This design comes from an exercise in tuning for small area and a short achievable clock period on the open sky130 flow, not from production work.
Function was checked by simulation only, so behaviour that the tests miss may differ from the original.

==> flow/design.v <==
module crc_engine (
    input  wire [31:0] crc_in,    
    input  wire [31:0] c_top,     
    input  wire [31:0] p_top,     
    input  wire [31:0] poly,      
    input  wire [31:0] mask,
    input  wire [31:0] data,
    input  wire [1:0]  nbytes,    
    input  wire        refin,
    output wire [31:0] crc_out
);
    reg [31:0] m;
    integer i0, t;
    always @* begin
        for (i0 = 0; i0 < 4; i0 = i0 + 1)
            for (t = 0; t < 8; t = t + 1)
                m[8*i0 + t] = refin ? data[8*i0 + t] : data[8*i0 + 7 - t];
    end
    wire [31:0] a, x;
    genvar gi;
    generate
        for (gi = 0; gi < 32; gi = gi + 1) begin : g_ax
            if (gi == 0) begin : g_a0
                assign a[0] = 1'b1;
            end else begin : g_an
                assign a[gi] = p_top[32 - gi];
            end
            assign x[gi] = c_top[31 - gi] ^ m[gi];
        end
    endgenerate
    reg [31:0] b;
    reg        s1;
    integer    n1, i1;
    always @* begin
        b = 32'd0;
        b[0] = 1'b1;
        for (n1 = 1; n1 < 32; n1 = n1 + 1) begin
            s1 = 1'b0;
            for (i1 = 0; 2 * i1 <= n1; i1 = i1 + 1)
                s1 = s1 ^ (b[i1] & a[n1 - 2 * i1]);
            b[n1] = s1;
        end
    end
    reg [31:0] fb;
    reg        s2;
    integer    n2, i2;
    always @* begin
        for (n2 = 0; n2 < 32; n2 = n2 + 1) begin
            s2 = 1'b0;
            for (i2 = 0; i2 <= n2; i2 = i2 + 1)
                s2 = s2 ^ (x[i2] & b[n2 - i2]);
            fb[n2] = s2;
        end
    end
    reg [31:0] q, cs;
    integer i3;
    always @* begin
        q  = 32'd0;
        cs = 32'd0;
        case (nbytes)
            2'd0: begin
                for (i3 = 0; i3 < 8; i3 = i3 + 1) q[i3] = fb[7-i3];
                cs = crc_in << 8;
            end
            2'd1: begin
                for (i3 = 0; i3 < 16; i3 = i3 + 1) q[i3] = fb[15-i3];
                cs = crc_in << 16;
            end
            default: begin
                for (i3 = 0; i3 < 32; i3 = i3 + 1) q[i3] = fb[31-i3];
                cs = 32'd0;
            end
        endcase
    end
    reg [31:0] pr;
    reg        s4;
    integer    n4, i4;
    always @* begin
        for (n4 = 0; n4 < 32; n4 = n4 + 1) begin
            s4 = 1'b0;
            for (i4 = 0; i4 <= n4; i4 = i4 + 1)
                s4 = s4 ^ (q[i4] & poly[n4 - i4]);
            pr[n4] = s4;
        end
    end
    assign crc_out = (cs ^ pr) & mask;
endmodule
module crc_units (
    input  wire        clk,
    input  wire        rst_n,
    input  wire        req_valid,
    input  wire        req_write,
    input  wire [15:0] req_addr,
    input  wire [1:0]  req_size,
    input  wire [31:0] req_wdata,
    output wire        rsp_valid,
    output wire        rsp_err,
    output wire [31:0] rsp_rdata
);
    wire [3:0] a_idx  = req_addr[5:2];
    wire       a_ok   = (req_addr[15:8] == 8'd0) && (a_idx <= 4'd9) &&
                        (req_size == 2'd2) && (req_addr[1:0] == 2'b00);
    wire       a_data = (a_idx == 4'd7) || (a_idx == 4'd8) || (a_idx == 4'd9);
    reg        q_rst, q_valid, q_ok, q_wr, q_dw;
    reg [5:0]  q_rsel;      
    reg [1:0]  q_unit;
    reg [3:0]  q_idx;
    reg [31:0] q_wdata;
    always @(posedge clk) begin
        q_rst   <= !rst_n;
        q_valid <= req_valid && rst_n;
        q_ok    <= a_ok;
        q_wr    <= req_valid && rst_n && req_write && a_ok;
        q_dw    <= req_write && a_ok && a_data;
        q_rsel  <= (!req_write && a_ok && a_idx <= 4'd5) ? 6'd1 << a_idx : 6'd0;
        q_unit  <= req_addr[7:6];
        q_idx   <= a_idx;
        q_wdata <= req_wdata;
    end
    reg        cfg_en    [0:3];
    reg        cfg_refin [0:3];
    reg        cfg_refout[0:3];
    reg [4:0]  cfg_wm1   [0:3];
    reg [31:0] poly      [0:3];
    reg [31:0] init      [0:3];
    reg [31:0] xorout    [0:3];
    reg [31:0] val       [0:3];
    wire        s_en     = cfg_en[q_unit];
    wire        s_refin  = cfg_refin[q_unit];
    wire        s_refout = cfg_refout[q_unit];
    wire [4:0]  s_wm1    = cfg_wm1[q_unit];
    wire [31:0] s_poly   = poly[q_unit];
    wire [31:0] s_init   = init[q_unit];
    wire [31:0] s_xorout = xorout[q_unit];
    wire [31:0] s_val    = val[q_unit];
    wire [4:0]  sh    = ~s_wm1;                     
    wire [31:0] mask  = 32'hFFFF_FFFF >> sh;
    wire [31:0] c_top = s_val << sh;
    wire [31:0] p_top = s_poly << sh;
    wire err = !q_ok || (q_dw && !s_en);
    wire wen = q_wr && (!q_dw || s_en);
    wire [31:0] crc_next;
    crc_engine u_engine (
        .crc_in (s_val),
        .c_top  (c_top),
        .p_top  (p_top),
        .poly   (s_poly),
        .mask   (mask),
        .data   (q_wdata),
        .nbytes (q_idx[1:0] + 2'd1),    
        .refin  (s_refin),
        .crc_out(crc_next)
    );
    reg [31:0] refl;
    integer k;
    always @* begin
        for (k = 0; k < 32; k = k + 1)
            refl[k] = c_top[31 - k];
    end
    wire [31:0] res = ((s_refout ? refl : s_val) ^ s_xorout) & mask;
    wire [31:0] rd = ({32{q_rsel[0]}} & {s_en, s_refin, s_refout, 24'd0, s_wm1}) |
                     ({32{q_rsel[1]}} & s_poly   & mask) |
                     ({32{q_rsel[2]}} & s_init   & mask) |
                     ({32{q_rsel[3]}} & s_xorout & mask) |
                     ({32{q_rsel[4]}} & s_val    & mask) |
                     ({32{q_rsel[5]}} & res);
    assign rsp_valid = q_valid;
    assign rsp_err   = err;
    assign rsp_rdata = rd;
    wire [31:0] mw      = q_wdata & mask;
    wire [31:0] d_poly  = q_rst ? 32'h04C1_1DB7 : mw;
    wire [31:0] d_ones  = q_rst ? 32'hFFFF_FFFF : mw;
    wire [31:0] d_val   = q_rst ? 32'hFFFF_FFFF :
                          (q_idx == 4'd4) ? mw :
                          (q_idx == 4'd6) ? (s_init & mask) : crc_next;
    wire [7:0]  d_cfg   = q_rst ? 8'b0111_1111 :    
                          {q_wdata[31:29], q_wdata[4:0]};
    wire        val_w   = (q_idx == 4'd4) || (q_idx == 4'd6 && q_wdata[0]) ||
                          (q_idx == 4'd7) || (q_idx == 4'd8) || (q_idx == 4'd9);
    genvar g;
    generate
        for (g = 0; g < 4; g = g + 1) begin : g_unit
            wire sel = wen && (q_unit == g);
            always @(posedge clk) begin
                if (q_rst || (sel && q_idx == 4'd0))
                    {cfg_en[g], cfg_refin[g], cfg_refout[g], cfg_wm1[g]} <= d_cfg;
                if (q_rst || (sel && q_idx == 4'd1)) poly[g]   <= d_poly;
                if (q_rst || (sel && q_idx == 4'd2)) init[g]   <= d_ones;
                if (q_rst || (sel && q_idx == 4'd3)) xorout[g] <= d_ones;
                if (q_rst || (sel && val_w))         val[g]    <= d_val;
            end
        end
    endgenerate
endmodule
==> flow/run.sh <==
#!/bin/bash
# synth_recipe.tcl (not shown) runs the flow's synth.tcl, then flattens the netlist and writes it again
# the make line also repeats each setting of config.mk as NAME=value (left out here)
make -C /OpenROAD-flow-scripts/flow DESIGN_CONFIG=/design/flow/config.mk WORK_HOME=/design/flow/orfs CLKGATE_MAP_FILE= SYNTH_SCRIPT=/design/flow/synth_recipe.tcl finish
==> flow/config.mk <==
export PLATFORM = sky130hd
export DESIGN_NAME = crc_units
export DESIGN_NICKNAME = crc_units
export VERILOG_FILES = /design/flow/design.v
export SDC_FILE = /design/flow/constraint.sdc
export NUM_CORES = 4
export LEC_CHECK = 0
export CAP_MARGIN = 20
export CORE_MARGIN = 2
export CORE_UTILIZATION = 25
export PLACE_DENSITY = 0.4
export SLEW_MARGIN = 20
==> flow/constraint.sdc <==
create_clock -name core_clock -period 70.0 [get_ports {clk}]
set_input_delay 14.0000 -clock core_clock [delete_from_list [all_inputs] [get_ports {clk}]]
set_output_delay 14.0000 -clock core_clock [all_outputs]
set_load 0.01 [all_outputs]
==> load_flow_metrics.sql <==
INSERT INTO impl_metrics (metric_group, metric, value, unit) VALUES
('sta', 'hold_slack', '0.819', 'ns'),
('routing', 'initialDrtViolationCount', '4516', ''),
('grt', 'global_route.usage.total', '0.228', ''),
('clocking', 'root_buffer', 'sky130_fd_sc_hd__clkbuf_16', ''),
('die', 'die_area', '0.203', 'mm2'),
('critical_path', 'reg_to_reg_critical_path_startpoint', 'q_unit[0]$_DFF_P_', ''),
('sta', 'timing.final.setup_violations', '0', ''),
('clocking', 'cts_post_setup_buffers_inserted', '0', ''),
('critical_path', 'arrival', '7.13', 'ns'),
('sta', 'worst_clock_skew', '0.0731', 'ns'),
('sta', 'timing_max_transition_violations_final', '0', ''),
('outcome', 'status', 'timing/DRC/antenna clean', ''),
('logic_synthesis', 'post_synth.cell_area_avg', '9.94', 'um2'),
('final_layout', 'post_route_cells_drive_above_1_share', '0.121', ''),
('die', 'die_h', '450', 'um'),
('sta', 'maxSlewHeadroom', '0.202', ''),
('grt', 'overflow', '0', ''),
('logic_synthesis', 'proportion_of_synthesized_chip_area_in_sequential_cells', '0.348', ''),
('final_layout', 'area_delta_synth_final', '12.4', '%'),
('logic_synthesis', 'synth_edf_count', '544', ''),
('logic_synthesis', 'syn-cell-area', '0.0497', 'mm2'),
('logic_synthesis', 'ys_seq_elements', '593', ''),
('critical_path', 'worstPathBufferInverterCount', '3', ''),
('sta', 'timing.final.ws_setup', '48.87', 'ns'),
('critical_path', 'timing_startpoint_of_the_critical_path', 'q_unit[0]$_DFF_P_', ''),
('final_layout', 'most-common-layout-cells', 'sky130_fd_sc_hd__xnor2_1, sky130_fd_sc_hd__nand2_1, sky130_fd_sc_hd__nor2_1', ''),
('clocking', 'tritoncts.num_buffers', '58', ''),
('sta', 'final-hold-violation-count', '0', ''),
('logic_synthesis', 'yosys_cell_types', '110', ''),
('die', 'die_w', '450', 'um'),
('logic_synthesis', 'postSynth.topFlopCell', 'sky130_fd_sc_hd__edfxtp_1', ''),
('critical_path', 'critical_path.max_fanout', '48', ''),
('worst_hold_path', 'min_path_type', 'reg -> reg', ''),
('clocking', 'tritoncts_clock_tree', 'done', ''),
('clocking', 'clock_tree.htree_level_count', '2', ''),
('final_layout', 'multiInputGateArea', '0.0310', 'mm2'),
('grt', 'antenna_found_initial', '14', ''),
('die', 'core_area', '0.197', 'mm2'),
('routing', 'drt_first_pass_iters', '6', ''),
('routing', 'route.final.wire_length', '238000', 'um'),
('die', 'fp_rows', '163', ''),
('placed_design', 'pre_cts_slack', '49.47', 'ns'),
('logic_synthesis', 'synthCells', '5004', ''),
('grt', 'pin_count_of_the_biggest_net_entering_global_routing', '64', ''),
('critical_path', 'slowest_stage', 'sky130_fd_sc_hd__buf_4', ''),
('routing', 'vias', '40000', ''),
('routing', 'wire_per_inst', '31.2', 'um'),
('logic_synthesis', 'synthArstFlopShare', '0', ''),
('worst_hold_path', 'holdCritStartpoint', 'q_wdata[9]$_DFF_P_', ''),
('clocking', 'cts-root-to-sink-buffers', '3', ''),
('sta', 'timing.setup.tns', '0', 'ns'),
('critical_path', 'critical_path.top_delay_family', 'buffers and inverters', ''),
('routing', 'routed_via_density', '5.25', ''),
('sta', 'finalCritPeriodShare', '0.302', ''),
('final_layout', 'nets', '5005', ''),
('clocking', 'postcts_resize_cnt', '0', ''),
('final_layout', 'non_filler_cells_in_the_finished_layout', '7625', ''),
('logic_synthesis', 'syn-num-nets', '5069', ''),
('routing', 'antenna_left', '0', ''),
('clocking', 'clkSlewWorstSetupHoldPaths', '0.07', 'ns'),
('placed_design', 'dp_hpwl', '166000', 'um'),
('clocking', 'clock-sinks', '593', ''),
('die', 'boundaryPins', '88', ''),
('routing', 'drt_drc_violations_left', '0', ''),
('grt', 'grt_pass1_vias', '38800', ''),
('placed_design', 'gp_congestion', '0.956', ''),
('sta', 'min_clock_period_post_route', '21.13', 'ns'),
('critical_path', 'end_kind', 'output pin', '');
synthesized netlist by cell type (10+ instances only):
| library cell | count | area share |
|---|---|---|
| sky130_fd_sc_hd__xnor3_1 | 133 | 0.060 |
| sky130_fd_sc_hd__o21ai_0 | 111 | 0.011 |
| sky130_fd_sc_hd__ha_1 | 11 | 0.0028 |
| sky130_fd_sc_hd__nand3_1 | 87 | 0.0088 |
| sky130_fd_sc_hd__a22o_1 | 21 | 0.0037 |
| sky130_fd_sc_hd__nor2b_1 | 36 | 0.0045 |
| sky130_fd_sc_hd__or2_2 | 16 | 0.0020 |
| sky130_fd_sc_hd__o211ai_1 | 23 | 0.0035 |
| sky130_fd_sc_hd__a211o_1 | 16 | 0.0028 |
| sky130_fd_sc_hd__xor2_1 | 182 | 0.032 |
| sky130_fd_sc_hd__and3_1 | 47 | 0.0059 |
| sky130_fd_sc_hd__clkbuf_1 | 237 | 0.018 |
| sky130_fd_sc_hd__buf_4 | 20 | 0.0030 |
| sky130_fd_sc_hd__nand4_1 | 12 | 0.0015 |
| sky130_fd_sc_hd__inv_1 | 26 | 0.0020 |
| sky130_fd_sc_hd__o22ai_1 | 46 | 0.0058 |
| sky130_fd_sc_hd__buf_6 | 15 | 0.0034 |
| sky130_fd_sc_hd__a21oi_1 | 119 | 0.012 |
| sky130_fd_sc_hd__a31oi_1 | 41 | 0.0052 |
| sky130_fd_sc_hd__a21o_1 | 21 | 0.0032 |
| sky130_fd_sc_hd__mux2i_1 | 190 | 0.038 |
| sky130_fd_sc_hd__edfxtp_1 | 544 | 0.33 |
| sky130_fd_sc_hd__or3_1 | 16 | 0.0020 |
| sky130_fd_sc_hd__buf_2 | 89 | 0.0090 |
| sky130_fd_sc_hd__a22oi_1 | 101 | 0.015 |
| sky130_fd_sc_hd__a211oi_1 | 22 | 0.0033 |
| sky130_fd_sc_hd__nand2_1 | 764 | 0.058 |
| sky130_fd_sc_hd__a222oi_1 | 20 | 0.0040 |
| sky130_fd_sc_hd__nor2_1 | 564 | 0.043 |
| sky130_fd_sc_hd__o21bai_1 | 26 | 0.0039 |
| sky130_fd_sc_hd__mux4_2 | 151 | 0.068 |
| sky130_fd_sc_hd__o221ai_1 | 10 | 0.0018 |
| sky130_fd_sc_hd__a32oi_1 | 10 | 0.0018 |
| sky130_fd_sc_hd__nand2b_1 | 51 | 0.0064 |
| sky130_fd_sc_hd__mux2_2 | 43 | 0.0097 |
| sky130_fd_sc_hd__dfxtp_1 | 49 | 0.020 |
| sky130_fd_sc_hd__buf_1 | 51 | 0.0038 |
| sky130_fd_sc_hd__nor3_1 | 40 | 0.0040 |
| sky130_fd_sc_hd__xnor2_1 | 814 | 0.14 |
| sky130_fd_sc_hd__a221oi_1 | 13 | 0.0023 |
| sky130_fd_sc_hd__and2_1 | 25 | 0.0031 |
per-layer routing:
layer / track usage / vias up / share of wire
met1: 0.315 / 20600 / 0.44
met5: 0 / - / 0.00025
li1: - / 17500 / -
met4: 0.0707 / 10 / 0.035
met3: 0.0277 / 324 / 0.061
met2: 0.370 / 1610 / 0.46
path summary, 6_finish.rpt:
kind | slack [ns] | to | cells after the start
max | 48.87 | rsp_rdata[3] | 12
min | 0.82 | poly[1][9]$_DFFE_PP_ | 2
max reg2reg | 55.97 | val[0][29]$_DFFE_PP_ | 32
min reg2reg | 0.82 | poly[1][9]$_DFFE_PP_ | 2
tightest hold or removal path, delay by kind of cell, from the launching register on:
kind          cells  cell delay (ns)
flops             1             0.38
simple gates      2             0.25
per-stage QoR:
step           utilization  cell area (um2)
2_1_floorplan            -            49700
3_3_place_gp         0.274            54100
3_5_place_dp         0.274            54100
4_1_cts              0.283            55900
5_1_grt              0.283            55900
6_report             0.283            55900
flip-flops by register name, indices dropped and copies added, names as in the netlist:
register,flops
cfg_en,4
q_dw,1
poly,128
q_wr,1
q_wdata,32
init,128
q_rsel,6
cfg_refout,4
q_ok,1
q_valid,1
cfg_wm1,20
val,128
xorout,128
q_unit,2
cfg_refin,4
q_idx,4
q_rst,1
logic make-up after synthesis:
| kind of cell | share of synthesized area |
|---|---|
| AOI/OAI and AO/OA | 0.101 |
| xor gates and xnor gates | 0.245 |
| muxes | 0.117 |
| adders and majority gates | 0.00277 |
| and+or+nand+nor | 0.147 |
| DFF | 0.348 |
| buffers and inverters | 0.0394 |
cell type report:
class / instances / area share
clock buffer: 71 / 0.0276
clock inverter: 32 / 0.00479
timing repair buffer: 288 / 0.0426
sequential: 593 / 0.310
multi-input combinational: 3969 / 0.554
antenna: 2 / 0.0000895
inverter: 30 / 0.00206
tap: 2640 / 0.0591

## separate check: timing with driven ports
The results above use ideal ports. As a check the final layout listed here was re-extracted and re-timed, cells and wires unchanged. Step 1 assumes that a clkbuf_16 drives the clock port and a buf_2 every other input. Step 2 times the ports against the registers' clock, not the clock port: input delays grow and output delays shrink by t, the midpoint of the rising clock arrivals with the driver on. Slacks: ideal / step 1 / step 2; pairs: ideal / step 1.
shift t [ns]: 0.709
setup slack, ns: 48.873 / 48.812 / 49.521
hold slack, ns: 0.819 / 0.819 / 0.819
slew at the worst register clock pin (ns): 0.07 / 0.07
pins driven straight from the clock port: 1
After both steps this run still meets setup and hold. For this run, drivers alone change the setup slack by -0.061 ns; drivers and shift together by +0.648 ns.
